This design comes from an exercise in tuning for small area, a short achievable clock period and few clock cycles on the open sky130 flow, not from production work. Where RTL was checked, it was by simulation tests only, not by an equivalence proof against the original. The RTL of runs 1 and 2 was laid out without a check of its function.

--- design/flow/design.v ---
module gcm_sbox (
    input  wire [7:0] a,
    output wire [7:0] y
);
    wire U0, U1, U2, U3, U4, U5, U6, U7;
    assign {U0, U1, U2, U3, U4, U5, U6, U7} = a;
    wire T1, T2, T3, T4, T5, T6, T7, T8, T9, T10, T11, T12, T13, T14, T15, T16, T17, T18, T19, T20, T21, T22, T23, T24, T25, T26, T27, M1, M2, M3, M4, M5, M6, M7, M8, M9, M10, M11, M12, M13, M14, M15, M16, M17, M18, M19, M20, M21, M22, M23, M24, M25, M26, M27, M28, M29, M30, M31, M32, M33, M34, M35, M36, M37, M38, M39, M40, M41, M42, M43, M44, M45, M46, M47, M48, M49, M50, M51, M52, M53, M54, M55, M56, M57, M58, M59, M60, M61, M62, M63, L0, L1, L2, L3, L4, L5, L6, L7, L8, L9, L10, L11, L12, L13, L14, L15, L16, L17, L18, L19, L20, L21, L22, L23, L24, L25, L26, L27, L28, L29, S0, S1, S2, S3, S4, S5, S6, S7;
    assign T1 = U0 ^ U3;
    assign T2 = U0 ^ U5;
    assign T3 = U0 ^ U6;
    assign T4 = U3 ^ U5;
    assign T5 = U4 ^ U6;
    assign T6 = T1 ^ T5;
    assign T7 = U1 ^ U2;
    assign T8 = U7 ^ T6;
    assign T9 = U7 ^ T7;
    assign T10 = T6 ^ T7;
    assign T11 = U1 ^ U5;
    assign T12 = U2 ^ U5;
    assign T13 = T3 ^ T4;
    assign T14 = T6 ^ T11;
    assign T15 = T5 ^ T11;
    assign T16 = T5 ^ T12;
    assign T17 = T9 ^ T16;
    assign T18 = U3 ^ U7;
    assign T19 = T7 ^ T18;
    assign T20 = T1 ^ T19;
    assign T21 = U6 ^ U7;
    assign T22 = T7 ^ T21;
    assign T23 = T2 ^ T22;
    assign T24 = T2 ^ T10;
    assign T25 = T20 ^ T17;
    assign T26 = T3 ^ T16;
    assign T27 = T1 ^ T12;
    assign M1 = T13 & T6;
    assign M2 = T23 & T8;
    assign M3 = T14 ^ M1;
    assign M4 = T19 & U7;
    assign M5 = M4 ^ M1;
    assign M6 = T3 & T16;
    assign M7 = T22 & T9;
    assign M8 = T26 ^ M6;
    assign M9 = T20 & T17;
    assign M10 = M9 ^ M6;
    assign M11 = T1 & T15;
    assign M12 = T4 & T27;
    assign M13 = M12 ^ M11;
    assign M14 = T2 & T10;
    assign M15 = M14 ^ M11;
    assign M16 = M3 ^ M2;
    assign M17 = M5 ^ T24;
    assign M18 = M8 ^ M7;
    assign M19 = M10 ^ M15;
    assign M20 = M16 ^ M13;
    assign M21 = M17 ^ M15;
    assign M22 = M18 ^ M13;
    assign M23 = M19 ^ T25;
    assign M24 = M22 ^ M23;
    assign M25 = M22 & M20;
    assign M26 = M21 ^ M25;
    assign M27 = M20 ^ M21;
    assign M28 = M23 ^ M25;
    assign M29 = M28 & M27;
    assign M30 = M26 & M24;
    assign M31 = M20 & M23;
    assign M32 = M27 & M31;
    assign M33 = M27 ^ M25;
    assign M34 = M21 & M22;
    assign M35 = M24 & M34;
    assign M36 = M24 ^ M25;
    assign M37 = M21 ^ M29;
    assign M38 = M32 ^ M33;
    assign M39 = M23 ^ M30;
    assign M40 = M35 ^ M36;
    assign M41 = M38 ^ M40;
    assign M42 = M37 ^ M39;
    assign M43 = M37 ^ M38;
    assign M44 = M39 ^ M40;
    assign M45 = M42 ^ M41;
    assign M46 = M44 & T6;
    assign M47 = M40 & T8;
    assign M48 = M39 & U7;
    assign M49 = M43 & T16;
    assign M50 = M38 & T9;
    assign M51 = M37 & T17;
    assign M52 = M42 & T15;
    assign M53 = M45 & T27;
    assign M54 = M41 & T10;
    assign M55 = M44 & T13;
    assign M56 = M40 & T23;
    assign M57 = M39 & T19;
    assign M58 = M43 & T3;
    assign M59 = M38 & T22;
    assign M60 = M37 & T20;
    assign M61 = M42 & T1;
    assign M62 = M45 & T4;
    assign M63 = M41 & T2;
    assign L0 = M61 ^ M62;
    assign L1 = M50 ^ M56;
    assign L2 = M46 ^ M48;
    assign L3 = M47 ^ M55;
    assign L4 = M54 ^ M58;
    assign L5 = M49 ^ M61;
    assign L6 = M62 ^ L5;
    assign L7 = M46 ^ L3;
    assign L8 = M51 ^ M59;
    assign L9 = M52 ^ M53;
    assign L10 = M53 ^ L4;
    assign L11 = M60 ^ L2;
    assign L12 = M48 ^ M51;
    assign L13 = M50 ^ L0;
    assign L14 = M52 ^ M61;
    assign L15 = M55 ^ L1;
    assign L16 = M56 ^ L0;
    assign L17 = M57 ^ L1;
    assign L18 = M58 ^ L8;
    assign L19 = M63 ^ L4;
    assign L20 = L0 ^ L1;
    assign L21 = L1 ^ L7;
    assign L22 = L3 ^ L12;
    assign L23 = L18 ^ L2;
    assign L24 = L15 ^ L9;
    assign L25 = L6 ^ L10;
    assign L26 = L7 ^ L9;
    assign L27 = L8 ^ L10;
    assign L28 = L11 ^ L14;
    assign L29 = L11 ^ L17;
    assign S0 = L6 ^ L24;
    assign S1 = ~(L16 ^ L26);
    assign S2 = ~(L19 ^ L28);
    assign S3 = L6 ^ L21;
    assign S4 = L20 ^ L22;
    assign S5 = L25 ^ L29;
    assign S6 = ~(L13 ^ L27);
    assign S7 = ~(L6 ^ L23);
    assign y = {S0, S1, S2, S3, S4, S5, S6, S7};
endmodule
module gcm_lane (
    input  wire         clk,
    input  wire         rst,
    input  wire         start_valid,
    output wire         start_ready,
    input  wire [127:0] start_key,
    input  wire [95:0]  start_iv,
    input  wire         start_decrypt,
    input  wire         in_valid,
    output wire         in_ready,
    input  wire [127:0] in_data,
    input  wire [4:0]   in_bytes,
    input  wire         in_aad,
    input  wire         in_last,
    output reg          out_valid,
    output reg  [127:0] out_data,
    output reg          tag_valid,
    output reg  [127:0] tag
);
    localparam integer GD     = 26;                     
    localparam integer GSTEPS = (128 + GD - 1) / GD;    
    localparam integer XW     = GSTEPS * GD;            
    localparam integer PAD    = XW - 128;
    localparam [1:0] JOB_P1 = 2'd0,     
                     JOB_P2 = 2'd1,     
                     JOB_PN = 2'd2;     
    function [127:0] byte_mask;
        input [4:0] n;
        integer b;
        begin
            for (b = 0; b < 16; b = b + 1)
                byte_mask[127 - 8*b -: 8] = (b < n) ? 8'hff : 8'h00;
        end
    endfunction
    function [7:0] xtime;
        input [7:0] b;
        begin
            xtime = {b[6:0], 1'b0} ^ (b[7] ? 8'h1b : 8'h00);
        end
    endfunction
    function [31:0] mix_col;
        input [31:0] c;
        reg [7:0] a0, a1, a2, a3;
        begin
            a0 = c[31:24]; a1 = c[23:16]; a2 = c[15:8]; a3 = c[7:0];
            mix_col[31:24] = xtime(a0 ^ a1) ^ a1 ^ a2 ^ a3;
            mix_col[23:16] = xtime(a1 ^ a2) ^ a2 ^ a3 ^ a0;
            mix_col[15:8]  = xtime(a2 ^ a3) ^ a3 ^ a0 ^ a1;
            mix_col[7:0]   = xtime(a3 ^ a0) ^ a0 ^ a1 ^ a2;
        end
    endfunction
    function [127:0] shift_rows;
        input [127:0] s;
        integer r, c;
        begin
            for (c = 0; c < 4; c = c + 1)
                for (r = 0; r < 4; r = r + 1)
                    shift_rows[127 - 8*(4*c + r) -: 8] = s[127 - 8*(4*((c + r) % 4) + r) -: 8];
        end
    endfunction
    function [127:0] mix_columns;
        input [127:0] s;
        begin
            mix_columns = {mix_col(s[127:96]), mix_col(s[95:64]),
                           mix_col(s[63:32]),  mix_col(s[31:0])};
        end
    endfunction
    function [127:0] mul_alpha;
        input [127:0] v;
        begin
            mul_alpha = {1'b0, v[127:1]} ^ (v[0] ? {8'he1, 120'd0} : 128'd0);
        end
    endfunction
    function [7:0] rcon_of;
        input [3:0] r;
        begin
            case (r)
                4'd1:  rcon_of = 8'h01;
                4'd2:  rcon_of = 8'h02;
                4'd3:  rcon_of = 8'h04;
                4'd4:  rcon_of = 8'h08;
                4'd5:  rcon_of = 8'h10;
                4'd6:  rcon_of = 8'h20;
                4'd7:  rcon_of = 8'h40;
                4'd8:  rcon_of = 8'h80;
                4'd9:  rcon_of = 8'h1b;
                4'd10: rcon_of = 8'h36;
                default: rcon_of = 8'h00;
            endcase
        end
    endfunction
    reg [127:0] key_r;
    reg [95:0]  iv_r;
    reg         dec_r;
    reg [12:0]  cnt;           
    reg         msg_act;       
    reg [127:0] sa, sb, rk;    
    reg [3:0]   round;         
    reg [1:0]   job;
    reg         a_run;
    reg [127:0] ksa, ksb;      
    reg         kva, kvb;
    reg [127:0] h_r;
    reg         h_valid;       
    reg         j0v;           
    reg [127:0] y;             
    reg [XW-1:0] xs;           
    reg [2:0]   gcnt;
    reg         gh_busy;
    reg         gh_lastbeat;   
    reg         gh_len;        
    reg [15:0]  aad_len;
    reg [15:0]  txt_len;
    wire [127:0] sub_a, sub_b;
    genvar gi;
    generate
        for (gi = 0; gi < 16; gi = gi + 1) begin : g_sub
            gcm_sbox u_sa (.a(sa[127 - 8*gi -: 8]), .y(sub_a[127 - 8*gi -: 8]));
            gcm_sbox u_sb (.a(sb[127 - 8*gi -: 8]), .y(sub_b[127 - 8*gi -: 8]));
        end
    endgenerate
    wire [31:0] kw3 = rk[31:0];
    wire [31:0] ksub;
    gcm_sbox u_ks0 (.a(kw3[23:16]), .y(ksub[31:24]));
    gcm_sbox u_ks1 (.a(kw3[15:8]),  .y(ksub[23:16]));
    gcm_sbox u_ks2 (.a(kw3[7:0]),   .y(ksub[15:8]));
    gcm_sbox u_ks3 (.a(kw3[31:24]), .y(ksub[7:0]));
    wire [31:0] kt  = ksub ^ {rcon_of(round), 24'd0};
    wire [31:0] r0  = rk[127:96];
    wire [31:0] r01 = rk[127:96] ^ rk[95:64];
    wire [31:0] r02 = r01 ^ rk[63:32];
    wire [31:0] r03 = r02 ^ rk[31:0];
    wire [127:0] rk_next = {r0 ^ kt, r01 ^ kt, r02 ^ kt, r03 ^ kt};
    wire last = (round == 4'd10);
    wire [127:0] sr_a = shift_rows(sub_a);
    wire [127:0] sr_b = shift_rows(sub_b);
    wire [127:0] ra = (last ? sr_a : mix_columns(sr_a)) ^ rk_next;
    wire [127:0] rb = (last ? sr_b : mix_columns(sr_b)) ^ rk_next;
    wire gh_step_last = (gcnt == GSTEPS - 1);
    assign start_ready = !msg_act;
    assign in_ready    = msg_act && h_valid && (kva || kvb) && (!gh_busy || (gh_step_last && !gh_len && !gh_lastbeat));
    wire start_take = start_valid && !msg_act;
    wire take       = in_valid && in_ready;
    wire [127:0] mask      = byte_mask(in_bytes);
    wire [127:0] ks_cur    = kva ? ksa : ksb;
    wire [127:0] in_masked = in_data & mask;
    wire [127:0] text_out  = (in_data ^ ks_cur) & mask;
    wire [127:0] gdata     = (in_aad || dec_r) ? in_masked : text_out;
    reg [127:0] hp [0:GD-1];
    reg [127:0] gsum;
    reg [127:0] yd;
    integer j;
    always @(*) begin
        hp[0] = h_r;
        for (j = 1; j < GD; j = j + 1)
            hp[j] = mul_alpha(hp[j-1]);
        gsum = 128'd0;
        for (j = 0; j < GD; j = j + 1)
            if (xs[GD - 1 - j])
                gsum = gsum ^ hp[j];
        yd = y;
        for (j = 0; j < GD; j = j + 1)
            yd = mul_alpha(yd);
    end
    wire [127:0] ynext     = yd ^ gsum;
    wire [127:0] len_block = {45'd0, aad_len, 3'd0, 45'd0, txt_len, 3'd0};
    wire [127:0] yin       = gh_busy ? ynext : y;
    reg wr_ok;
    always @(*) begin
        case (job)
            JOB_P1:  wr_ok = !h_valid && !gh_busy;
            JOB_P2:  wr_ok = !kvb;
            default: wr_ok = !kva && !kvb;
        endcase
    end
    wire a_adv  = a_run && (!last || wr_ok);
    wire a_done = a_run && last && wr_ok;
    wire [31:0]  ctr_a = (job == JOB_P1) ? 32'd1 : {19'd0, cnt};
    wire [12:0]  cnt1  = cnt + 13'd1;
    wire [31:0]  ctr_b = (job == JOB_P1) ? {19'd0, cnt} : {19'd0, cnt1};
    wire [127:0] ld_a  = {iv_r, ctr_a} ^ key_r;
    wire [127:0] ld_b  = {iv_r, ctr_b} ^ key_r;
    always @(posedge clk) begin
        out_valid <= 1'b0;
        tag_valid <= 1'b0;
        out_data  <= text_out;
        if (start_take) begin
            key_r <= start_key;
            iv_r  <= start_iv;
            dec_r <= start_decrypt;
            sa    <= start_key;
            sb    <= {start_iv, 32'd2} ^ start_key;
            rk    <= start_key;
            round <= 4'd1;
            job   <= JOB_P1;
            cnt   <= 13'd3;
            a_run <= 1'b1;
        end else if (a_adv) begin
            if (last) begin
                sa    <= ld_a;
                sb    <= ld_b;
                rk    <= key_r;
                round <= 4'd1;
                job   <= JOB_PN;
                cnt   <= (job == JOB_P1) ? cnt1 : cnt + 13'd2;
            end else begin
                sa    <= ra;
                sb    <= rb;
                rk    <= rk_next;
                round <= round + 4'd1;
            end
        end
        if (job == JOB_P1 && last && a_run && !start_take) begin
            if (wr_ok) begin
                job <= JOB_P2;
                h_r <= ra;
            end
        end
        if (take && !in_aad) begin
            if (kva) kva <= 1'b0;
            else     kvb <= 1'b0;
        end
        if (a_done && !start_take) begin
            if (job == JOB_PN) begin
                ksa <= ra;
                kva <= 1'b1;
            end
            ksb <= rb;
            kvb <= 1'b1;
        end
        if (a_run && last && job == JOB_P2 && !j0v && !start_take) begin
            tag <= ra;
            j0v <= 1'b1;
        end
        if (gh_busy) begin
            y    <= ynext;
            xs   <= xs >> GD;
            gcnt <= gcnt + 3'd1;
            if (gh_step_last) begin
                if (gh_lastbeat) begin
                    xs          <= {ynext ^ len_block, {PAD{1'b0}}};
                    y           <= 128'd0;
                    gcnt        <= 3'd0;
                    gh_lastbeat <= 1'b0;
                    gh_len      <= 1'b1;
                end else if (gh_len) begin
                    if (j0v) begin
                        tag       <= tag ^ ynext;
                        tag_valid <= 1'b1;
                        y         <= 128'd0;
                        gh_busy   <= 1'b0;
                        gh_len    <= 1'b0;
                        h_valid   <= 1'b0;
                        j0v       <= 1'b0;
                        aad_len   <= 16'd0;
                        txt_len   <= 16'd0;
                    end else begin
                        y    <= y;
                        xs   <= xs;
                        gcnt <= gcnt;
                    end
                end else begin
                    gh_busy <= 1'b0;
                end
            end
        end
        if (a_done && job == JOB_P1 && !start_take)
            h_valid <= 1'b1;
        if (take) begin
            xs          <= {yin ^ gdata, {PAD{1'b0}}};
            y           <= 128'd0;
            gcnt        <= 3'd0;
            gh_busy     <= 1'b1;
            gh_lastbeat <= in_last;
            out_valid   <= !in_aad;
            if (in_aad) aad_len <= aad_len + {11'd0, in_bytes};
            else        txt_len <= txt_len + {11'd0, in_bytes};
            if (in_last) msg_act <= 1'b0;
        end
        if (start_take) begin
            msg_act <= 1'b1;
            kva     <= 1'b0;
            kvb     <= 1'b0;
        end
        if (rst) begin
            msg_act     <= 1'b0;
            a_run       <= 1'b0;
            kva         <= 1'b0;
            kvb         <= 1'b0;
            h_valid     <= 1'b0;
            j0v         <= 1'b0;
            gh_busy     <= 1'b0;
            gh_len      <= 1'b0;
            gh_lastbeat <= 1'b0;
            y           <= 128'd0;
            aad_len     <= 16'd0;
            txt_len     <= 16'd0;
            out_valid   <= 1'b0;
            tag_valid   <= 1'b0;
            job         <= JOB_P1;
        end
    end
endmodule
--- design/flow/flow/run.sh ---
#!/bin/bash
# Own flow: the standard layout, except that synthesis maps the logic with the ABC
# script in flow/abc_speed.script (an XOR-friendly mapping) instead of ORFS's default.
# Everything else (register mapping, flattening, renaming, floorplan .. finish) is the
# standard flow, run through standard.sh.
set -euo pipefail
W=$PWD
rm -rf "$W/scripts_abc"
cp -r "$FLOW_HOME/scripts" "$W/scripts_abc"
cp "$W/flow/abc_speed.script" "$W/scripts_abc/abc_speed.script"
bash "$W/standard.sh" SCRIPTS_DIR="$W/scripts_abc" synth > "$W/run_synth.log" 2>&1
bash "$W/standard.sh" > "$W/run_layout.log" 2>&1
--- design/flow/flow/abc_speed.script ---
strash
&get -n
&fraig -x
&put
scorr
dc2
strash
&get -n
&dch -f
&nf
&put
buffer -c
topo
stime -c
upsize -c
dnsize -c
--- design/flow/standard.sh ---
#!/bin/bash
# synth_recipe.tcl (not shown) runs the flow's synth.tcl, then flattens the netlist and writes it again
# the make line also repeats each setting of config.mk as NAME=value (left out here)
make -C /OpenROAD-flow-scripts/flow DESIGN_CONFIG=/design/flow/config.mk WORK_HOME=/design/flow/orfs CLKGATE_MAP_FILE= SYNTH_SCRIPT=/design/flow/synth_recipe.tcl "${@:-finish}"
--- design/flow/config.mk ---
export PLATFORM = sky130hd
export DESIGN_NAME = gcm_lane
export DESIGN_NICKNAME = gcm_lane
export VERILOG_FILES = /design/flow/design.v
export SDC_FILE = /design/flow/constraint.sdc
export NUM_CORES = 8
export LEC_CHECK = 0
export CAP_MARGIN = 20
export CORE_MARGIN = 2
export CORE_UTILIZATION = 40
export SETUP_SLACK_MARGIN = 3
export SLEW_MARGIN = 20
--- design/flow/constraint.sdc ---
create_clock -name core_clock -period 10.0 [get_ports {clk}]
set_input_delay 2.0000 -clock core_clock [delete_from_list [all_inputs] [get_ports {clk}]]
set_output_delay 2.0000 -clock core_clock [all_outputs]
set_load 0.01 [all_outputs]
==> results of run 1 <==
==> cells in the mapped netlist, types with 95 or more instances <==
cell type  count  share of area (%)
clkbuf_1     925                2.0
and2_1       113               0.42
and3_1       144               0.53
o211ai_1     105               0.46
mux2i_1      186                1.1
a21oi_1     1055                3.1
nor3_1       205               0.60
dfxtp_1      459                5.4
o21ai_1      152               0.45
nor2_1      1176                2.6
xnor3_1      285                3.8
a211oi_1     154               0.68
xor2_1      2111                 11
xnor2_2       97               0.93
xnor2_1     4822                 25
edfxtp_1    1121                 20
a22oi_1      157               0.69
inv_1         95               0.21
o21ai_0     1092                3.2
buf_1        307               0.68
nand2_1     4353                9.6
==> cells by family after synthesis <==
kind of cell,share of synthesized area [%]
xor gates and xnor gates,42.62
and+or+nand+nor,15.50
AOI/OAI and AO/OA,11.28
DFF,25.24
buffers and inverters,3.167
muxes,1.489
adders and majority gates,0.7016
==> layer usage <==
layer	share of wire (%)	global-route usage, %	routed length [µm]	vias to the layer above
met5	0.059	0	476	-
met3	11	7.764	86680	1915
met1	37	44.88	297600	74280
met4	10	30.01	80940	52
li1	-	-	-	67620
met2	42	53.22	340800	9302
==> state kept, by name, summed over array words and instances (netlist names), 2 cells and up <==
name	count
rk	128
round	4
iv_r	96
ksb	128
tag	128
sb	128
cnt	13
out_data	128
sa	128
rcon_of$func$/design/flow/design.v:265$5476.$result	8
gcnt	3
ksa	128
job	2
xs	130
aad_len	16
h_r	128
txt_len	16
y	128
key_r	128
==> how the worst max path moves through the flow <==
stage | to | slack, ns | cells past startpoint
floorplan | ksa[0] | 2.98 | 5
global placement | sa[15] | 1.32 | 19
detailed placement | sa[13] | 1.79 | 19
CTS | sa[100] | 2.94 | 20
global route | sb[2] | 2.76 | 20
finish | sb[2] | 3.03 | 20
==> final cells by class <==
| type | count | share of cell area [%] |
|---|---|---|
| multi-input combinational | 17540 | 65.07 |
| sequential | 1580 | 21.88 |
| timing repair buffer | 1259 | 6.031 |
| tap | 5663 | 3.617 |
| clock buffer | 240 | 2.596 |
| clock inverter | 98 | 0.5161 |
| inverter | 96 | 0.1923 |
| antenna | 76 | 0.09708 |
==> stage by stage <==
step | area (µm²) | hold slack [ns] | instances | setup WS [ns]
global route | 195800 | 0.5167 | 26520 | 2.764
CTS | 191100 | 0.4981 | 26320 | 2.942
floorplan | 169900 | 0.4477 | 20520 | 2.985
global placement | 182600 | 0.4663 | 25950 | 1.321
detailed placement | 182700 | 0.4888 | 25960 | 1.793
finish | 195900 | 0.4981 | 26550 | 3.026
==> what timing repair did <==
| item | CTS | global route |
|---|---|---|
| gates resized for setup | 297 | 422 |
| pin swaps | 16 | 85 |
| hold buffers | 0 | 0 |
| setup endpoints to repair | 380 | 488 |
| buffers inserted | 24 | 147 |
| cloned | 0 | 0 |
==> tightest hold or removal path: stages, from the launching register on <==
cell	delay, ns
dfxtp_1	0.32
inv_1	0.07
a211oi_1	0.06
==> out/metrics.csv, run 1 <==
stage;metric;value;unit
final_layout;n_fill_cell;40510;
clock_network;clk_pin_slew;0.07;ns
min_path;worstHoldStart;gcnt[1];
sta;period_needed;6.974;ns
synthesis;async_flop_share;0;%
worst_setup_path;r2r_slack;3.03;ns
final_layout;final_cell_mix;xnor2_1 (4559), nand2_1 (4349), xor2_1 (1948);
floorplan;dieArea;429700;µm²
floorplan;io_pins;624;
worst_setup_path;cp.required;10.71;ns
global_route;antenna_found_initial;127;
min_path;hold-path-endpoint;gcnt[1];
worst_setup_path;end_kind;register;
synthesis;netlist_instances;20520;
sta;max_freq;0.1434;GHz
sta;maxSlewViolCount;0;
worst_setup_path;cpPeakStageDelay;0.57;ns
clock_network;cts_made_buffers;182;
clock_network;clock_sinks;1580;
detailed_routing;drt_first_pass_iters;10;
clock_network;clk_latency;1.02;ns
sta;slew_headroom;4.983;%
placed_design;portBuffers;623;
synthesis;synth-seq-cells;1580;
final_layout;final_util;46.30;%
synthesis;synth_cell_type_count;116;
worst_setup_path;path_common_cell;xnor2_4;
detailed_routing;avgRoutedWirePerCell;30.38;µm
worst_setup_path;critical_path.reg2reg.startpoint;rk[25];
sta;finalCritPeriodShare;69.74;%
final_layout;multi_input_area;127500;µm²
worst_setup_path;cp_num_buf_inv;0;
sta;setup_violations;0;
global_route;grt_max_degree;161;
worst_setup_path;r2r-end;sb[2];
worst_setup_path;worstPathMaxFanout;10;
final_layout;seq_area;42870;µm²
detailed_routing;vias;153200;
synthesis;yosysSeqAreaShare;25.24;%
worst_setup_path;crit_family;XOR/XNOR gates;
floorplan;die_w;655.5;µm
min_path;hp-class;register to register;
global_route;grt-ovfl-total;0;
detailed_routing;first_iter_violations;21020;
placed_design;place_congestion;1.074;
worst_setup_path;critPathLaunch;rk[25];
detailed_routing;drc;0;
floorplan;floorplan.core_area;423100;µm²
detailed_routing;vias_per_cell;5.769;
global_route;grt_usage;36.02;%
worst_setup_path;crit_type;register to register;
final_layout;syn_to_final_growth;15.38;%
detailed_routing;wirelength;806.5;mm
clock_network;cts_tree;yes;
detailed_routing;ant_nets;0;
synthesis;synth_edf_count;1121;
synthesis;ys_warn_count;2;
worst_setup_path;crit_path_start_kind;register;
worst_setup_path;worstRegToRegCells;20;
sta;skew;0.1133;ns
floorplan;start_util;40.12;%
synthesis;synth_nets;20980;
floorplan;rows;239;
sta;setup_tns;0;ns
synthesis;syn_area_per_cell;8.273;µm²
run_status;outcome;no timing/DRC/antenna violations;
global_route;grt_pass1_vias;138500;
job;maxCapViolCount;0;
global_route;grt_pass1_wl;1102;mm
worst_setup_path;arrival;7.68;ns
clock_network;h-tree-depth;4;
clock_network;root_buffer;clkbuf_16;
sta;tightest_slew;1.425;ns
min_path;hold_path_depth;2;
final_layout;mostFrequentLayoutCell;xnor2_1;
synthesis;netlist_area;169800;µm²
final_layout;layout-drive-gt1-share;9.220;%
placed_design;place_hpwl;604.2;mm
clock_network;clockBufferDepth;4;
worst_setup_path;path_cells;xor2_4, xnor2_2, xnor2_1, ha_1, xnor2_1, xnor3_1, a211oi_1, o22ai_1, mux2i_1, nand2_1, xor2_2, xnor2_2, xnor3_1, xnor2_4, xnor2_4, xnor2_4, xor2_2, xor2_1, a21oi_1, o21ai_1;
sta;rsz0062_at_grt;true;
final_layout;finish.net_count;21120;
synthesis;synth_top_flop_cell;edfxtp_1;
sta;hold_viol;0;
worst_setup_path;critPathSlowestCell;xnor3_1;
floorplan;die_height;655.5;µm
==> run 2: changes to the inputs <==
--- a/design/flow/design.v
+++ b/design/flow/design.v
@@ -160,5 +160,4 @@
     localparam integer PAD    = XW - 128;
-    localparam [1:0] JOB_P1 = 2'd0,     
-                     JOB_P2 = 2'd1,     
-                     JOB_PN = 2'd2;     
+    localparam JOB_P1 = 1'b0,     
+               JOB_PN = 1'b1;     
     function [127:0] byte_mask;
@@ -233,8 +232,14 @@
     reg         msg_act;       
-    reg [127:0] sa, sb, rk;    
-    reg [3:0]   round;         
-    reg [1:0]   job;
+    reg [127:0] sa, sb;        
+    reg [127:0] pa, pb;        
+    reg [127:0] rk;            
+    reg [31:0]  ksub;          
+    reg [4:0]   cyc;           
     reg         a_run;
-    reg [127:0] ksa, ksb;      
-    reg         kva, kvb;
+    reg         fresh;         
+    reg         job;           
+    reg         ypend;         
+    reg [127:0] ks0, ks1, ks2, ks3;    
+    reg [3:0]   kv;
+    reg [1:0]   kptr;
     reg [127:0] h_r;
@@ -258,22 +263,32 @@
     endgenerate
-    wire [31:0] kw3 = rk[31:0];
-    wire [31:0] ksub;
-    gcm_sbox u_ks0 (.a(kw3[23:16]), .y(ksub[31:24]));
-    gcm_sbox u_ks1 (.a(kw3[15:8]),  .y(ksub[23:16]));
-    gcm_sbox u_ks2 (.a(kw3[7:0]),   .y(ksub[15:8]));
-    gcm_sbox u_ks3 (.a(kw3[31:24]), .y(ksub[7:0]));
-    wire [31:0] kt  = ksub ^ {rcon_of(round), 24'd0};
-    wire [31:0] r0  = rk[127:96];
-    wire [31:0] r01 = rk[127:96] ^ rk[95:64];
-    wire [31:0] r02 = r01 ^ rk[63:32];
-    wire [31:0] r03 = r02 ^ rk[31:0];
+    wire fin = (cyc == 5'd19) || (cyc == 5'd0);        
+    wire [127:0] oa = (fin ? pa : mix_columns(pa)) ^ rk;
+    wire [127:0] ob = (fin ? pb : mix_columns(pb)) ^ rk;
+    wire [127:0] kw   = (cyc == 5'd19 || cyc == 5'd0) ? key_r : rk;
+    wire [31:0]  ksw  = kw[31:0];
+    wire [31:0]  ksb_o;
+    gcm_sbox u_ks0 (.a(ksw[23:16]), .y(ksb_o[31:24]));
+    gcm_sbox u_ks1 (.a(ksw[15:8]),  .y(ksb_o[23:16]));
+    gcm_sbox u_ks2 (.a(ksw[7:0]),   .y(ksb_o[15:8]));
+    gcm_sbox u_ks3 (.a(ksw[31:24]), .y(ksb_o[7:0]));
+    wire [127:0] kb  = (cyc == 5'd0) ? key_r : rk;
+    wire [31:0]  kt  = ksub ^ {rcon_of({1'b0, cyc[4:1]} + 4'd1), 24'd0};
+    wire [31:0]  r0  = kb[127:96];
+    wire [31:0]  r01 = kb[127:96] ^ kb[95:64];
+    wire [31:0]  r02 = r01 ^ kb[63:32];
+    wire [31:0]  r03 = r02 ^ kb[31:0];
     wire [127:0] rk_next = {r0 ^ kt, r01 ^ kt, r02 ^ kt, r03 ^ kt};
-    wire last = (round == 4'd10);
-    wire [127:0] sr_a = shift_rows(sub_a);
-    wire [127:0] sr_b = shift_rows(sub_b);
-    wire [127:0] ra = (last ? sr_a : mix_columns(sr_a)) ^ rk_next;
-    wire [127:0] rb = (last ? sr_b : mix_columns(sr_b)) ^ rk_next;
     wire gh_step_last = (gcnt == GSTEPS - 1);
+    reg  kv_cur;
+    reg  [127:0] ks_cur;
+    always @(*) begin
+        case (kptr)
+            2'd0:    begin kv_cur = kv[0]; ks_cur = ks0; end
+            2'd1:    begin kv_cur = kv[1]; ks_cur = ks1; end
+            2'd2:    begin kv_cur = kv[2]; ks_cur = ks2; end
+            default: begin kv_cur = kv[3]; ks_cur = ks3; end
+        endcase
+    end
     assign start_ready = !msg_act;
-    assign in_ready    = msg_act && h_valid && (kva || kvb) && (!gh_busy || (gh_step_last && !gh_len && !gh_lastbeat));
+    assign in_ready    = msg_act && h_valid && kv_cur && (!gh_busy || (gh_step_last && !gh_len && !gh_lastbeat));
     wire start_take = start_valid && !msg_act;
@@ -281,3 +296,2 @@
     wire [127:0] mask      = byte_mask(in_bytes);
-    wire [127:0] ks_cur    = kva ? ksa : ksb;
     wire [127:0] in_masked = in_data & mask;
@@ -304,17 +318,9 @@
     wire [127:0] yin       = gh_busy ? ynext : y;
-    reg wr_ok;
-    always @(*) begin
-        case (job)
-            JOB_P1:  wr_ok = !h_valid && !gh_busy;
-            JOB_P2:  wr_ok = !kvb;
-            default: wr_ok = !kva && !kvb;
-        endcase
-    end
-    wire a_adv  = a_run && (!last || wr_ok);
-    wire a_done = a_run && last && wr_ok;
-    wire [31:0]  ctr_a = (job == JOB_P1) ? 32'd1 : {19'd0, cnt};
+    wire xw_ok = fresh || ((job == JOB_P1) ? (!h_valid && !gh_busy) : (!kv[0] && !kv[1]));
+    wire yw_ok = !ypend || (!kv[2] && !kv[3]);
+    wire a_adv = a_run && !start_take && !((cyc == 5'd19) && !xw_ok) && !((cyc == 5'd0) && !yw_ok);
+    wire jn    = fresh ? JOB_P1 : JOB_PN;                  
     wire [12:0]  cnt1  = cnt + 13'd1;
-    wire [31:0]  ctr_b = (job == JOB_P1) ? {19'd0, cnt} : {19'd0, cnt1};
-    wire [127:0] ld_a  = {iv_r, ctr_a} ^ key_r;
-    wire [127:0] ld_b  = {iv_r, ctr_b} ^ key_r;
+    wire [127:0] ld_a  = {iv_r, 19'd0, cnt}  ^ key_r;
+    wire [127:0] ld_b  = {iv_r, 19'd0, cnt1} ^ key_r;
     always @(posedge clk) begin
@@ -323,2 +329,7 @@
         out_data  <= text_out;
+        ksub      <= ksb_o;
+        if (take && !in_aad) begin
+            kv[kptr] <= 1'b0;
+            kptr     <= kptr + 2'd1;
+        end
         if (start_take) begin
@@ -327,46 +338,56 @@
             dec_r <= start_decrypt;
-            sa    <= start_key;
-            sb    <= {start_iv, 32'd2} ^ start_key;
-            rk    <= start_key;
-            round <= 4'd1;
-            job   <= JOB_P1;
-            cnt   <= 13'd3;
+            cnt   <= 13'd2;
+            cyc   <= 5'd19;
+            fresh <= 1'b1;
+            ypend <= 1'b0;
             a_run <= 1'b1;
+            kv    <= 4'd0;
+            kptr  <= 2'd2;
         end else if (a_adv) begin
-            if (last) begin
+            pa   <= shift_rows(sub_a);
+            pb   <= shift_rows(sub_b);
+            if (!cyc[0])
+                rk <= rk_next;
+            cyc  <= (cyc == 5'd19) ? 5'd0 : cyc + 5'd1;
+            if (cyc == 5'd19) begin
+                if (!fresh) begin
+                    if (job == JOB_P1) begin
+                        h_r     <= oa;
+                        tag     <= ob;
+                        h_valid <= 1'b1;
+                        j0v     <= 1'b1;
+                    end else begin
+                        ks0   <= oa;
+                        ks1   <= ob;
+                        kv[0] <= 1'b1;
+                        kv[1] <= 1'b1;
+                    end
+                end
+                ypend <= !fresh;
+                job   <= jn;
+                fresh <= 1'b0;
+                if (jn == JOB_P1) begin
+                    sa <= key_r;
+                    sb <= {iv_r, 32'd1} ^ key_r;
+                end else begin
+                    sa  <= ld_a;
+                    sb  <= ld_b;
+                    cnt <= cnt + 13'd2;
+                end
+            end else if (cyc == 5'd0) begin
+                if (ypend) begin
+                    ks2   <= oa;
+                    ks3   <= ob;
+                    kv[2] <= 1'b1;
+                    kv[3] <= 1'b1;
+                end
+                ypend <= 1'b0;
                 sa    <= ld_a;
                 sb    <= ld_b;
-                rk    <= key_r;
-                round <= 4'd1;
-                job   <= JOB_PN;
-                cnt   <= (job == JOB_P1) ? cnt1 : cnt + 13'd2;
+                cnt   <= cnt + 13'd2;
             end else begin
-                sa    <= ra;
-                sb    <= rb;
-                rk    <= rk_next;
-                round <= round + 4'd1;
-            end
-        end
-        if (job == JOB_P1 && last && a_run && !start_take) begin
-            if (wr_ok) begin
-                job <= JOB_P2;
-                h_r <= ra;
+                sa <= oa;
+                sb <= ob;
             end
         end
-        if (take && !in_aad) begin
-            if (kva) kva <= 1'b0;
-            else     kvb <= 1'b0;
-        end
-        if (a_done && !start_take) begin
-            if (job == JOB_PN) begin
-                ksa <= ra;
-                kva <= 1'b1;
-            end
-            ksb <= rb;
-            kvb <= 1'b1;
-        end
-        if (a_run && last && job == JOB_P2 && !j0v && !start_take) begin
-            tag <= ra;
-            j0v <= 1'b1;
-        end
         if (gh_busy) begin
@@ -403,4 +424,2 @@
         end
-        if (a_done && job == JOB_P1 && !start_take)
-            h_valid <= 1'b1;
         if (take) begin
@@ -416,7 +435,4 @@
         end
-        if (start_take) begin
+        if (start_take)
             msg_act <= 1'b1;
-            kva     <= 1'b0;
-            kvb     <= 1'b0;
-        end
         if (rst) begin
@@ -424,4 +440,3 @@
             a_run       <= 1'b0;
-            kva         <= 1'b0;
-            kvb         <= 1'b0;
+            kv          <= 4'd0;
             h_valid     <= 1'b0;
@@ -436,3 +451,2 @@
             tag_valid   <= 1'b0;
-            job         <= JOB_P1;
         end
==> out/metrics.csv, run 2 <==
stage;metric;value;unit;change
final_layout;finish.net_count;21120;;unchanged
floorplan;die_height;668.5;µm;was 655.5 µm
clock_network;post_cts_buffers;0;;was 24
global_route;grt_pass1_vias;138200;;was 138500
worst_setup_path;worstPathMaxFanout;54;;was 10
floorplan;dieArea;446900;µm²;was 429700 µm²
detailed_routing;avgRoutedWirePerCell;29.30;µm;was 30.38 µm
final_layout;largest_register;xs;;unchanged
synthesis;async_flop_share;0;%;unchanged
global_route;grt_max_degree;205;;was 161
final_layout;largest_reg_flops;130;;unchanged
sta;maxSlewViolCount;0;;unchanged
min_path;hp-class;register to register;;unchanged
synthesis;synth_top_flop_cell;edfxtp_1;;unchanged
synthesis;synth-seq-cells;2121;;was 1580
worst_setup_path;crit_type;register to register;;unchanged
clock_network;root_buffer;clkbuf_16;;unchanged
clock_network;clk_latency;1.02;ns;about the same
placed_design;place_hpwl;582.3;mm;was 604.2 mm
worst_setup_path;crit_family;XOR/XNOR gates;;unchanged
worst_setup_path;critPathSlowestCell;or4b_4;;was xnor3_1
clock_network;cts_made_buffers;226;;was 182
job;maxCapViolCount;0;;unchanged
sta;rsz0062_at_grt;true;;unchanged
synthesis;synthTopCellsByArea;edfxtp_1 (28%), xnor2_1 (25%), xor2_1 (11%);;was xnor2_1 (25%), edfxtp_1 (20%), xor2_1 (11%)
final_layout;layout-drive-gt1-share;4.853;%;was 9.220%
detailed_routing;drt_first_pass_iters;9;;was 10
worst_setup_path;arrival;7.54;ns;was 7.68 ns
sta;tightest_slew;1.415;ns;was 1.425 ns
min_path;worstHoldStart;tag[100];;was gcnt[1]
synthesis;synth_common_cells;xnor2_1 (5123), nand2_1 (4669), xor2_1 (2310), edfxtp_1 (1634), nor2_1 (1185);;was xnor2_1 (4822), nand2_1 (4353), xor2_1 (2111), nor2_1 (1176), edfxtp_1 (1121)
sta;skew;0.1091;ns;was 0.1133 ns
synthesis;syn_area_per_cell;8.547;µm²;was 8.273 µm²
synthesis;synth_cell_type_count;102;;was 116
worst_setup_path;worstRegToRegCells;18;;was 20
worst_setup_path;cpPeakStageDelay;0.77;ns;was 0.57 ns
placed_design;portBuffers;623;;unchanged
worst_setup_path;r2r-end;ksub[10];;was sb[2]
detailed_routing;vias;151100;;was 153200
final_layout;final_cell_mix;xnor2_1 (5087), nand2_1 (4663), xor2_1 (2277);;was xnor2_1 (4559), nand2_1 (4349), xor2_1 (1948)
detailed_routing;vias_per_cell;5.638;;was 5.769
worst_setup_path;crit_path_start_kind;register;;unchanged
clock_network;clock_sinks;2121;;was 1580
worst_setup_path;end_kind;register;;unchanged
synthesis;ys_warn_count;2;;unchanged
min_path;hold-path-endpoint;tag[100];;was gcnt[1]
global_route;grt_usage;33.86;%;was 36.02%
clock_network;cts_tree;yes;;unchanged
synthesis;netlist_instances;20670;;was 20520
placed_design;place_congestion;1.036;;was 1.074
final_layout;n_fill_cell;42420;;was 40510
sta;setup_violations;0;;unchanged
sta;max_freq;0.1487;GHz;was 0.1434 GHz
clock_network;clk_pin_slew;0.07;ns;about the same
synthesis;synth_edf_count;1634;;was 1121
global_route;grt-ovfl-total;0;;unchanged
min_path;hold_path_depth;2;;unchanged
synthesis;netlist_area;176600;µm²;was 169800 µm²
worst_setup_path;critical_path.reg2reg.startpoint;cyc[1];;was rk[25]
worst_setup_path;cp_num_buf_inv;1;;was 0
sta;hold_viol;0;;unchanged
clock_network;ctsHoldBuffers;0;;unchanged
sta;setup_ws;3.274;ns;was 3.026 ns
detailed_routing;drc;0;;unchanged
sta;setup_tns;0;ns;unchanged
global_route;antenna_found_initial;69;;was 127
sta;period_needed;6.726;ns;was 6.974 ns
synthesis;synth_nets;21130;;was 20980
run_status;outcome;no timing/DRC/antenna violations;;unchanged
clock_network;h-tree-depth;4;;unchanged
worst_setup_path;cp.required;10.81;ns;was 10.71 ns
synthesis;yosysSeqAreaShare;33.30;%;was 25.24%
global_route;grt_pass1_wl;1080;mm;was 1102 mm
floorplan;rows;244;;was 239
synthesis;synthDominantCellAreaShare;27.78;%;was 24.88%
final_layout;mostFrequentLayoutCell;xnor2_1;;unchanged
synthesis;yosysTopAreaCell;edfxtp_1;;was xnor2_1
sta;slew_headroom;4.960;%;was 4.983%
detailed_routing;wirelength;785.5;mm;was 806.5 mm
floorplan;start_util;40.10;%;was 40.12%
sta;finalCritPeriodShare;67.26;%;was 69.74%
detailed_routing;first_iter_violations;21830;;was 21020
synthesis;synth.most_common_cell;xnor2_1;;unchanged
floorplan;io_pins;624;;unchanged
placed_design;place_ws;3.320;ns;was 1.793 ns
worst_setup_path;r2r_slack;3.27;ns;was 3.03 ns
detailed_routing;ant_nets;0;;unchanged
worst_setup_path;path_common_cell;xnor3_1;;was xnor2_4
floorplan;die_w;668.5;µm;was 655.5 µm
final_layout;syn_to_final_growth;11.85;%;was 15.38%
sta;whs;0.4771;ns;was 0.4981 ns
clock_network;clockBufferDepth;4;;unchanged
worst_setup_path;path_cells;inv_1, ha_1, or4b_4, nand2_4, mux2i_1, xnor3_2, xnor2_1, ha_1, xor2_1, xnor3_1, and2_4, a211oi_4, o221ai_2, xor2_1, xor2_1, xnor3_1, xnor3_1, xnor3_1;;was xor2_4, xnor2_2, xnor2_1, ha_1, xnor2_1, xnor3_1, a211oi_1, o22ai_1, mux2i_1, nand2_1, xor2_2, xnor2_2, xnor3_1, xnor2_4, xnor2_4, xnor2_4, xor2_2, xor2_1, a21oi_1, o21ai_1
final_layout;final_util;44.85;%;was 46.30%
floorplan;floorplan.core_area;440500;µm²;was 423100 µm²
[run 2: cell count changes after synthesis, moves of 129 or more]
cell and delta:
a211oi_1 -131, nor3_1 -171, xnor3_1 -236, edfxtp_1 +513, xor2_1 +199, nand2_1 +316, a222oi_1 +129, o21ai_1 -143
xnor2_1 +301
[run 2: logic make-up after synthesis]
logic type	synth area share [%]
buffers and inverters	3.159
multiplexers	1.349
AND/OR/NAND/NOR	14.30
flip-flops	33.30
AO/OA/AOI/OAI	9.398
XOR/XNOR	37.81
adder cells (fa/ha/maj)	0.6885
[run 2: what timing repair did]
action	in CTS	in global routing
endpoints found under the hold margin	0	0
gates resized for setup	0	1
endpoints found under the setup margin	0	5
[run 2: cell type report]
type | instances | area [µm²] | area share, %
timing repair buffer | 1012 | 9555 | 4.837
tap | 5904 | 7387 | 3.739
antenna | 53 | 132.6 | 0.06713
sequential | 2121 | 58830 | 29.78
inverter | 224 | 864.6 | 0.4376
multi-input combinational | 17070 | 113100 | 57.22
clock buffer | 264 | 5963 | 3.018
clock inverter | 158 | 1784 | 0.9031
[run 2: routing by layer]
metal | GRT usage (%) | vias to the layer above | wire [µm]
li1 | - | 67160 | -
met1 | 42.67 | 73020 | 292100
met2 | 50.32 | 9168 | 330900
met3 | 6.462 | 1791 | 82550
met4 | 27.74 | 10 | 79850
met5 | 0 | - | 62
[run 2: worst max path at each step]
stage / start / slack (ns) / endpoint / cells past startpoint
CTS: cyc[1] / 3.25 / ksub[10] / 18
finish: cyc[1] / 3.27 / ksub[10] / 18
global route: cyc[1] / 2.91 / ksub[2] / 21
detailed placement: cyc[1] / 3.32 / ksub[10] / 18
global placement: cyc[1] / 3.26 / ksub[10] / 18
floorplan: start_valid / 2.08 / ks0[0] / 6
[run 2: worst register-to-register path, cell delays in order, from the launching register on]
cell,delay (ns)
dfxtp_1,0.38
inv_1,0.14
ha_1,0.18
or4b_4,0.77
nand2_4,0.67
mux2i_1,0.62
xnor3_2,0.43
xnor2_1,0.24
ha_1,0.28
xor2_1,0.21
xnor3_1,0.43
and2_4,0.19
a211oi_4,0.36
o221ai_2,0.21
xor2_1,0.34
xor2_1,0.24
xnor3_1,0.44
xnor3_1,0.24
xnor3_1,0.22
[run 2: metrics by stage]
step,cells,instance area (µm²)
4_1_cts,26750,197300
2_1_floorplan,20670,176700
3_3_place_gp,26330,189400
5_1_grt,26790,197500
3_5_place_dp,26330,189500
6_report,26810,197600
==> run 3: changes to the inputs <==
--- a/design/flow/design.v
+++ b/design/flow/design.v
@@ -236,3 +236,7 @@
     reg [31:0]  ksub;          
+    reg [31:0]  kw3;           
     reg [4:0]   cyc;           
+    reg         c_fin;         
+    reg         c_zero;        
+    reg [7:0]   rcon;          
     reg         a_run;
@@ -242,4 +246,9 @@
     reg [127:0] ks0, ks1, ks2, ks3;    
-    reg [3:0]   kv;
-    reg [1:0]   kptr;
+    reg [3:0]   kv;            
+    reg [3:0]   cv;            
+    reg [3:0]   cl;            
+    reg [1:0]   kptr;          
+    reg [1:0]   gptr;          
+    reg         seen_text;     
+    reg         hpend;         
     reg [127:0] h_r;
@@ -263,7 +272,6 @@
     endgenerate
-    wire fin = (cyc == 5'd19) || (cyc == 5'd0);        
+    wire fin = c_fin;                                   
     wire [127:0] oa = (fin ? pa : mix_columns(pa)) ^ rk;
     wire [127:0] ob = (fin ? pb : mix_columns(pb)) ^ rk;
-    wire [127:0] kw   = (cyc == 5'd19 || cyc == 5'd0) ? key_r : rk;
-    wire [31:0]  ksw  = kw[31:0];
+    wire [31:0]  ksw  = kw3;
     wire [31:0]  ksb_o;
@@ -273,4 +281,4 @@
     gcm_sbox u_ks3 (.a(ksw[31:24]), .y(ksb_o[7:0]));
-    wire [127:0] kb  = (cyc == 5'd0) ? key_r : rk;
-    wire [31:0]  kt  = ksub ^ {rcon_of({1'b0, cyc[4:1]} + 4'd1), 24'd0};
+    wire [127:0] kb  = c_zero ? key_r : rk;
+    wire [31:0]  kt  = ksub ^ {rcon, 24'd0};
     wire [31:0]  r0  = kb[127:96];
@@ -291,6 +299,20 @@
     end
+    reg  cv_g, cl_g;
+    reg  [127:0] ct_g;
+    always @(*) begin
+        case (gptr)
+            2'd0:    begin cv_g = cv[0]; cl_g = cl[0]; ct_g = ks0; end
+            2'd1:    begin cv_g = cv[1]; cl_g = cl[1]; ct_g = ks1; end
+            2'd2:    begin cv_g = cv[2]; cl_g = cl[2]; ct_g = ks2; end
+            default: begin cv_g = cv[3]; cl_g = cl[3]; ct_g = ks3; end
+        endcase
+    end
+    wire gh_free = !gh_busy || (gh_step_last && !gh_len && !gh_lastbeat);
     assign start_ready = !msg_act;
-    assign in_ready    = msg_act && h_valid && kv_cur && (!gh_busy || (gh_step_last && !gh_len && !gh_lastbeat));
+    assign in_ready    = msg_act && h_valid && kv_cur && (seen_text || (gh_free && (cv == 4'd0)));
     wire start_take = start_valid && !msg_act;
     wire take       = in_valid && in_ready;
+    wire take_aad   = take && in_aad;
+    wire take_txt   = take && !in_aad;
+    wire gh_ring    = gh_free && cv_g && !take_aad;    
     wire [127:0] mask      = byte_mask(in_bytes);
@@ -298,25 +320,12 @@
     wire [127:0] text_out  = (in_data ^ ks_cur) & mask;
-    wire [127:0] gdata     = (in_aad || dec_r) ? in_masked : text_out;
-    reg [127:0] hp [0:GD-1];
-    reg [127:0] gsum;
-    reg [127:0] yd;
-    integer j;
-    always @(*) begin
-        hp[0] = h_r;
-        for (j = 1; j < GD; j = j + 1)
-            hp[j] = mul_alpha(hp[j-1]);
-        gsum = 128'd0;
-        for (j = 0; j < GD; j = j + 1)
-            if (xs[GD - 1 - j])
-                gsum = gsum ^ hp[j];
-        yd = y;
-        for (j = 0; j < GD; j = j + 1)
-            yd = mul_alpha(yd);
-    end
-    wire [127:0] ynext     = yd ^ gsum;
+    wire [127:0] ct_in     = dec_r ? in_masked : text_out;    
+    wire [127:0] ynext;
+    gcm_ghash_step u_gstep (.h(h_r), .y(y), .d(xs[GD-1:0]), .ynext(ynext));
     wire [127:0] len_block = {45'd0, aad_len, 3'd0, 45'd0, txt_len, 3'd0};
     wire [127:0] yin       = gh_busy ? ynext : y;
-    wire xw_ok = fresh || ((job == JOB_P1) ? (!h_valid && !gh_busy) : (!kv[0] && !kv[1]));
-    wire yw_ok = !ypend || (!kv[2] && !kv[3]);
-    wire a_adv = a_run && !start_take && !((cyc == 5'd19) && !xw_ok) && !((cyc == 5'd0) && !yw_ok);
+    wire xw_ok = fresh || (!kv[0] && !kv[1] && !cv[0] && !cv[1] && !hpend);
+    wire h_move = hpend && !h_valid && !gh_busy;
+    wire yw_ok = !ypend || (!kv[2] && !kv[3] && !cv[2] && !cv[3]);
+    wire a_adv = a_run && !start_take && !(c_fin && !c_zero && !xw_ok) && !(c_zero && !yw_ok);
+    wire [4:0] cyc_n = (cyc == 5'd19) ? 5'd0 : cyc + 5'd1;
     wire jn    = fresh ? JOB_P1 : JOB_PN;                  
@@ -330,5 +339,18 @@
         ksub      <= ksb_o;
-        if (take && !in_aad) begin
+        if (gh_ring) begin
+            cv[gptr] <= 1'b0;
+            gptr     <= gptr + 2'd1;
+        end
+        if (take_txt) begin
             kv[kptr] <= 1'b0;
-            kptr     <= kptr + 2'd1;
+            cv[kptr] <= 1'b1;
+            cl[kptr] <= in_last;
+            case (kptr)
+                2'd0:    ks0 <= ct_in;
+                2'd1:    ks1 <= ct_in;
+                2'd2:    ks2 <= ct_in;
+                default: ks3 <= ct_in;
+            endcase
+            kptr      <= kptr + 2'd1;
+            seen_text <= 1'b1;
         end
@@ -340,2 +362,6 @@
             cyc   <= 5'd19;
+            kw3   <= start_key[31:0];
+            c_fin <= 1'b1;
+            c_zero <= 1'b0;
+            rcon  <= 8'h01;
             fresh <= 1'b1;
@@ -345,2 +371,3 @@
             kptr  <= 2'd2;
+            seen_text <= 1'b0;
         end else if (a_adv) begin
@@ -348,15 +375,20 @@
             pb   <= shift_rows(sub_b);
-            if (!cyc[0])
-                rk <= rk_next;
-            cyc  <= (cyc == 5'd19) ? 5'd0 : cyc + 5'd1;
-            if (cyc == 5'd19) begin
+            if (!cyc[0]) begin
+                rk  <= rk_next;
+                kw3 <= (cyc == 5'd18) ? key_r[31:0] : rk_next[31:0];
+            end
+            cyc    <= cyc_n;
+            c_fin  <= (cyc_n == 5'd19) || (cyc_n == 5'd0);
+            c_zero <= (cyc_n == 5'd0);
+            if (c_fin && !c_zero)
+                rcon <= 8'h01;
+            else if (!cyc[0])
+                rcon <= rcon_of(cyc_n[4:1] + 4'd2);
+            if (c_fin && !c_zero) begin
                 if (!fresh) begin
+                    ks0 <= oa;
+                    ks1 <= ob;
                     if (job == JOB_P1) begin
-                        h_r     <= oa;
-                        tag     <= ob;
-                        h_valid <= 1'b1;
-                        j0v     <= 1'b1;
+                        hpend <= 1'b1;
                     end else begin
-                        ks0   <= oa;
-                        ks1   <= ob;
                         kv[0] <= 1'b1;
@@ -376,3 +408,3 @@
                 end
-            end else if (cyc == 5'd0) begin
+            end else if (c_zero) begin
                 if (ypend) begin
@@ -392,2 +424,10 @@
         end
+        if (h_move) begin
+            h_r     <= ks0;
+            tag     <= ks1;
+            h_valid <= 1'b1;
+            j0v     <= 1'b1;
+            hpend   <= 1'b0;
+            gptr    <= 2'd2;
+        end
         if (gh_busy) begin
@@ -424,4 +464,4 @@
         end
-        if (take) begin
-            xs          <= {yin ^ gdata, {PAD{1'b0}}};
+        if (take_aad || gh_ring) begin
+            xs          <= {yin ^ (take_aad ? in_masked : ct_g), {PAD{1'b0}}};
             y           <= 128'd0;
@@ -429,3 +469,5 @@
             gh_busy     <= 1'b1;
-            gh_lastbeat <= in_last;
+            gh_lastbeat <= take_aad ? in_last : cl_g;
+        end
+        if (take) begin
             out_valid   <= !in_aad;
@@ -441,2 +483,4 @@
             kv          <= 4'd0;
+            cv          <= 4'd0;
+            hpend       <= 1'b0;
             h_valid     <= 1'b0;
@@ -454 +498,32 @@
 endmodule
+module gcm_ghash_step (
+    input  wire [127:0]  h,
+    input  wire [127:0]  y,
+    input  wire [25:0]   d,
+    output wire [127:0]  ynext
+);
+    localparam integer GD = 26;    
+    function [127:0] mul_alpha;
+        input [127:0] v;
+        begin
+            mul_alpha = {1'b0, v[127:1]} ^ (v[0] ? {8'he1, 120'd0} : 128'd0);
+        end
+    endfunction
+    reg [127:0] hp [0:GD-1];
+    reg [127:0] gsum;
+    reg [127:0] yd;
+    integer j;
+    always @(*) begin
+        hp[0] = h;
+        for (j = 1; j < GD; j = j + 1)
+            hp[j] = mul_alpha(hp[j-1]);
+        gsum = 128'd0;
+        for (j = 0; j < GD; j = j + 1)
+            if (d[GD - 1 - j])
+                gsum = gsum ^ hp[j];
+        yd = y;
+        for (j = 0; j < GD; j = j + 1)
+            yd = mul_alpha(yd);
+    end
+    assign ynext = yd ^ gsum;
+endmodule
==> design/flow/flow/run.sh (replaced) <==
#!/bin/bash
set -euo pipefail
REPAIR_MARGIN=5.5
W=$PWD
rm -rf "$W/scripts_abc"
cp -r "$FLOW_HOME/scripts" "$W/scripts_abc"
cp "$W/flow/abc_speed.script" "$W/scripts_abc/abc_speed.script"
python3 - "$W/scripts_abc/synth.tcl" <<'PY'
import sys
p = sys.argv[1]
s = open(p).read()
old = "  log_cmd abc {*}$abc_args\n"
assert s.count(old) == 1, "synth.tcl: abc call not found"
s = s.replace(old, """  # the GHASH step keeps ORFS's own mapping; the rest gets the XOR-friendly one
  set abc_args_std [lreplace $abc_args 1 1 $::env(FLOW_HOME)/scripts/abc_speed.script]
  log_cmd abc {*}$abc_args_std gcm_ghash_step
  log_cmd abc {*}$abc_args gcm_lane gcm_sbox
""")
open(p, "w").write(s)
PY
bash "$W/standard.sh" SCRIPTS_DIR="$W/scripts_abc" synth > "$W/run_synth.log" 2>&1
if [[ -n "$REPAIR_MARGIN" ]]; then
  bash "$W/standard.sh" SETUP_SLACK_MARGIN="$REPAIR_MARGIN" > "$W/run_layout.log" 2>&1
else
  bash "$W/standard.sh" > "$W/run_layout.log" 2>&1
fi
==> design/flow/flow/abc_speed.script (replaced) <==
strash
&get -n
&fraig -x
&put
scorr
dc2
strash
&get -n
&dch -f
&nf
&put
--- a/design/flow/config.mk
+++ b/design/flow/config.mk
@@ -7,6 +7,7 @@
 export LEC_CHECK = 0
-export CAP_MARGIN = 20
+export CAP_MARGIN = 30
 export CORE_MARGIN = 2
 export CORE_UTILIZATION = 40
-export SETUP_SLACK_MARGIN = 3
-export SLEW_MARGIN = 20
+export SETUP_SLACK_MARGIN = 5
+export SLEW_MARGIN = 30
+export SYNTH_HIERARCHICAL = 1
==> out/metrics.csv, run 3 <==
stage;metric;value;unit;change
final_layout;layout-drive-gt1-share;10.74;%;was 4.853%
clock_network;clockBufferDepth;4;;unchanged
detailed_routing;avgRoutedWirePerCell;30.96;µm;was 29.30 µm
sta;maxSlewViolCount;0;;unchanged
sta;hold_viol;0;;unchanged
worst_setup_path;r2r-end;xs[58];;was ksub[10]
floorplan;dieArea;479600;µm²;was 446900 µm²
worst_setup_path;cp.required;10.77;ns;was 10.81 ns
synthesis;synth_top_flop_cell;edfxtp_1;;unchanged
sta;setup_violations;0;;unchanged
synthesis;ys_warn_count;9;;was 2
placed_design;portBuffers;623;;unchanged
placed_design;place_ws;3.712;ns;was 3.320 ns
global_route;grt_pass1_vias;158800;;was 138200
sta;period_needed;4.618;ns;was 6.726 ns
synthesis;async_flop_share;0;%;unchanged
sta;skew;0.09178;ns;was 0.1091 ns
synthesis;netlist_instances;22400;;was 20670
floorplan;die_w;692.5;µm;was 668.5 µm
clock_network;cts_made_buffers;280;;was 226
global_route;antenna_found_initial;118;;was 69
global_route;grt-ovfl-total;0;;unchanged
clock_network;h-tree-depth;5;;was 4
final_layout;final_cell_mix;nand2_1 (4951), xnor2_1 (4724), xor2_1 (2031);;was xnor2_1 (5087), nand2_1 (4663), xor2_1 (2277)
job;maxCapViolCount;0;;unchanged
detailed_routing;vias;176900;;was 151100
clock_network;clk_latency;1.01;ns;was 1.02 ns
min_path;hp-class;register to register;;unchanged
synthesis;synth_nets;22870;;was 21130
worst_setup_path;crit_end;xs[58];;was ksub[10]
run_status;outcome;no timing/DRC/antenna violations;;unchanged
global_route;grt_max_degree;164;;was 205
floorplan;floorplan.core_area;471700;µm²;was 440500 µm²
worst_setup_path;critical_path.reg2reg.startpoint;xs[24];;was cyc[1]
sta;setup_ws;5.382;ns;was 3.274 ns
detailed_routing;drt_first_pass_iters;14;;was 9
clock_network;clk_pin_slew;0.06;ns;was 0.07 ns
final_layout;syn_to_final_growth;19.08;%;was 11.85%
worst_setup_path;crit_path_start_kind;register;;unchanged
sta;tightest_slew;1.277;ns;was 1.415 ns
detailed_routing;wl_met2;376.8;mm;was 330.9 mm
detailed_routing;drc;0;;unchanged
worst_setup_path;end_kind;register;;unchanged
final_layout;instances_no_fill;29790;;was 26810
final_layout;finish.net_count;23710;;was 21120
floorplan;io_pins;624;;unchanged
detailed_routing;vias_per_cell;5.939;;was 5.638
synthesis;synthDominantCellAreaShare;23.59;%;was 27.78%
floorplan;rows;252;;was 244
final_layout;final_util;47.87;%;was 44.85%
worst_setup_path;r2r_slack;5.38;ns;was 3.27 ns
detailed_routing;route.met3.wl;124.0;mm;was 82.55 mm
detailed_routing;wirelength;922.0;mm;was 785.5 mm
synthesis;synth_edf_count;1158;;was 1634
synthesis;yosysTopAreaCell;xnor2_1;;was edfxtp_1
floorplan;die_height;692.5;µm;was 668.5 µm
detailed_routing;first_iter_violations;27430;;was 21830
final_layout;mostFrequentLayoutCell;nand2_1;;was xnor2_1
global_route;grt_usage;36.33;%;was 33.86%
sta;slew_headroom;14.89;%;was 4.960%
worst_setup_path;crit_type;register to register;;unchanged
worst_setup_path;critPathLaunch;xs[24];;was cyc[1]
clock_network;cts_tree;yes;;unchanged
detailed_routing;ant_nets;0;;unchanged
sta;whs;0.4455;ns;was 0.4771 ns
synthesis;synthTopCellsByArea;xnor2_1 (24%), edfxtp_1 (18%), dfxtp_1 (11%);;was edfxtp_1 (28%), xnor2_1 (25%), xor2_1 (11%)
global_route;grt_pass1_wl;1254;mm;was 1080 mm
worst_setup_path;worstRegToRegCells;11;;was 18
final_layout;largest_reg_flops;130;;unchanged
synthesis;yosysSeqAreaShare;29.08;%;was 33.30%
placed_design;place_congestion;1.027;;was 1.036
synthesis;synth-seq-cells;2175;;was 2121
detailed_routing;drt-met1-wl;335.1;mm;was 292.1 mm
synthesis;netlist_area;189600;µm²;was 176600 µm²
final_layout;largest_register;xs;;unchanged
synthesis;syn_area_per_cell;8.467;µm²;was 8.547 µm²
clock_network;root_buffer;clkbuf_16;;unchanged
floorplan;start_util;40.20;%;was 40.10%
detailed_routing;top_layer_used;met5;;unchanged
sta;setup_tns;0;ns;unchanged
placed_design;place_area;204000;µm²;was 189500 µm²
synthesis;synth_cell_type_count;77;;was 102
final_layout;fin_area;225800;µm²;was 197600 µm²
sta;max_freq;0.2166;GHz;was 0.1487 GHz
clock_network;clock_sinks;2175;;was 2121
sta;rsz0062_at_grt;true;;unchanged
worst_setup_path;arrival;5.38;ns;was 7.54 ns
worst_setup_path;worstPathMaxFanout;80;;was 54
synthesis;synth.most_common_cell;xnor2_1;;unchanged
placed_design;place_hpwl;649.7;mm;was 582.3 mm
placed_design;dpl.cell_count;28650;;was 26330
sta;finalCritPeriodShare;46.18;%;was 67.26%
synthesis;synth_common_cells;xnor2_1 (5106), nand2_1 (4997), xor2_1 (2289), nor2_1 (1324), edfxtp_1 (1158);;was xnor2_1 (5123), nand2_1 (4669), xor2_1 (2310), edfxtp_1 (1634), nor2_1 (1185)
run 3: cell count changes after synthesis, moves of 146 or more:
cell	previous run	this run
dfxtp_1	487	1017
clkbuf_1	893	405
o211ai_1	29	186
nand2_1	4669	4997
clkinv_1	1	147
inv_1	222	12
a211oi_1	23	317
buf_4	1	293
edfxtp_1	1634	1158
mux2i_1	202	499
run 3: final cells by class:
| cell class | count | area, µm² |
|---|---|---|
| fill | 44820 | 245900 |
| multi-input combinational | 19010 | 137700 |
| sequential | 2175 | 55160 |
| timing repair buffer | 1599 | 14650 |
| tap | 6223 | 7786 |
| clock buffer | 361 | 7722 |
| clock inverter | 152 | 1770 |
| inverter | 159 | 701.9 |
| antenna | 99 | 247.7 |
| timing repair inverter | 3 | 36.28 |
run 3: how the worst min path moves through the flow:
stage                  from       to  depth (start not counted)
finish              ks1[49]  tag[49]                          2
global route        ks1[52]  tag[52]                          2
CTS                 ks1[49]  tag[49]                          2
detailed placement  rcon[3]  rcon[3]                          2
global placement    rcon[1]  rcon[1]                          2
floorplan             xs[1]    xs[1]                          1
run 3: cells by family after synthesis:
family          after synthesis  share of synthesized area (%)
xor+xnor                   7669                          37.46
simple gates               7042                          14.83
compound gates             3685                          12.23
flops                      2175                          29.08
buf+inv                    1213                          3.026
mux                         502                          2.652
fa+ha+maj                   109                         0.7272
run 3: repair_timing:
action | in CTS | in global routing
buffers inserted | 114 | 392
setup endpoints to repair | 983 | 647
gates cloned | 8 | 5
pin swaps | 76 | 342
resized for setup | 559 | 615
hold buffers | 0 | 0
run 3: Yosys stat by module, one instance, submodules excluded:
module	flops+latches	cells inside
gcm_lane	2175	9942
gcm_sbox	0	132
gcm_ghash_step	0	7701
run 3: worst max-delay path: stages (launching register included):
cell and delay (ns):
edfxtp_1 0.37, buf_12 0.42, buf_4 0.78, nand2_1 0.17
xnor2_1 0.25, xnor2_1 0.16, xnor2_1 0.16, xnor2_1 0.11
xnor2_1 0.83, mux2i_1 0.44, xor2_1 0.25, a211oi_1 0.27
run 3: layer usage:
| layer | track usage (%) | vias to the layer above |
|---|---|---|
| met5 | 0 | - |
| met4 | 26.35 | 52 |
| met3 | 12.14 | 2655 |
| met2 | 52.50 | 11900 |
| met1 | 45.04 | 85470 |
| li1 | - | 76830 |
Testbench counts of run 3, summed over its fixed seeds: cycles 35,169.

==> afterwards: timing with drivers on the ports <==
In the flow no input, the clock included, has a driving cell. The finished layouts below were timed again as built, in two steps.
Step 1 assumes that a clkbuf_16 drives the clock port and a buf_2 every other input.
Step 2 moves the port delays by t, midway between the first and last clock arrival at a register: inputs arrive t later, outputs are due t later. That takes back most of the time a late clock gives input paths.
Three values: ideal, step 1, step 2; two values: the first two.
run	t, ns	setup slack, ns	hold slack, ns	worst setup path after step 2	pins driven straight from the clock port
run 1	1.054	3.026 / 3.026 / 3.026	0.498 / 0.498 / 0.498	register to register	1
run 2	1.076	3.274 / 3.274 / 3.124	0.477 / 0.477 / 0.477	input to register	1
run 3	1.097	5.382 / 5.382 / 4.446	0.446 / 0.446 / 0.446	input to register	1
After both steps every run listed still meets setup and hold. For run 3, which loses most, drivers alone change the setup slack by 0.000 ns; drivers and shift together by -0.936 ns.
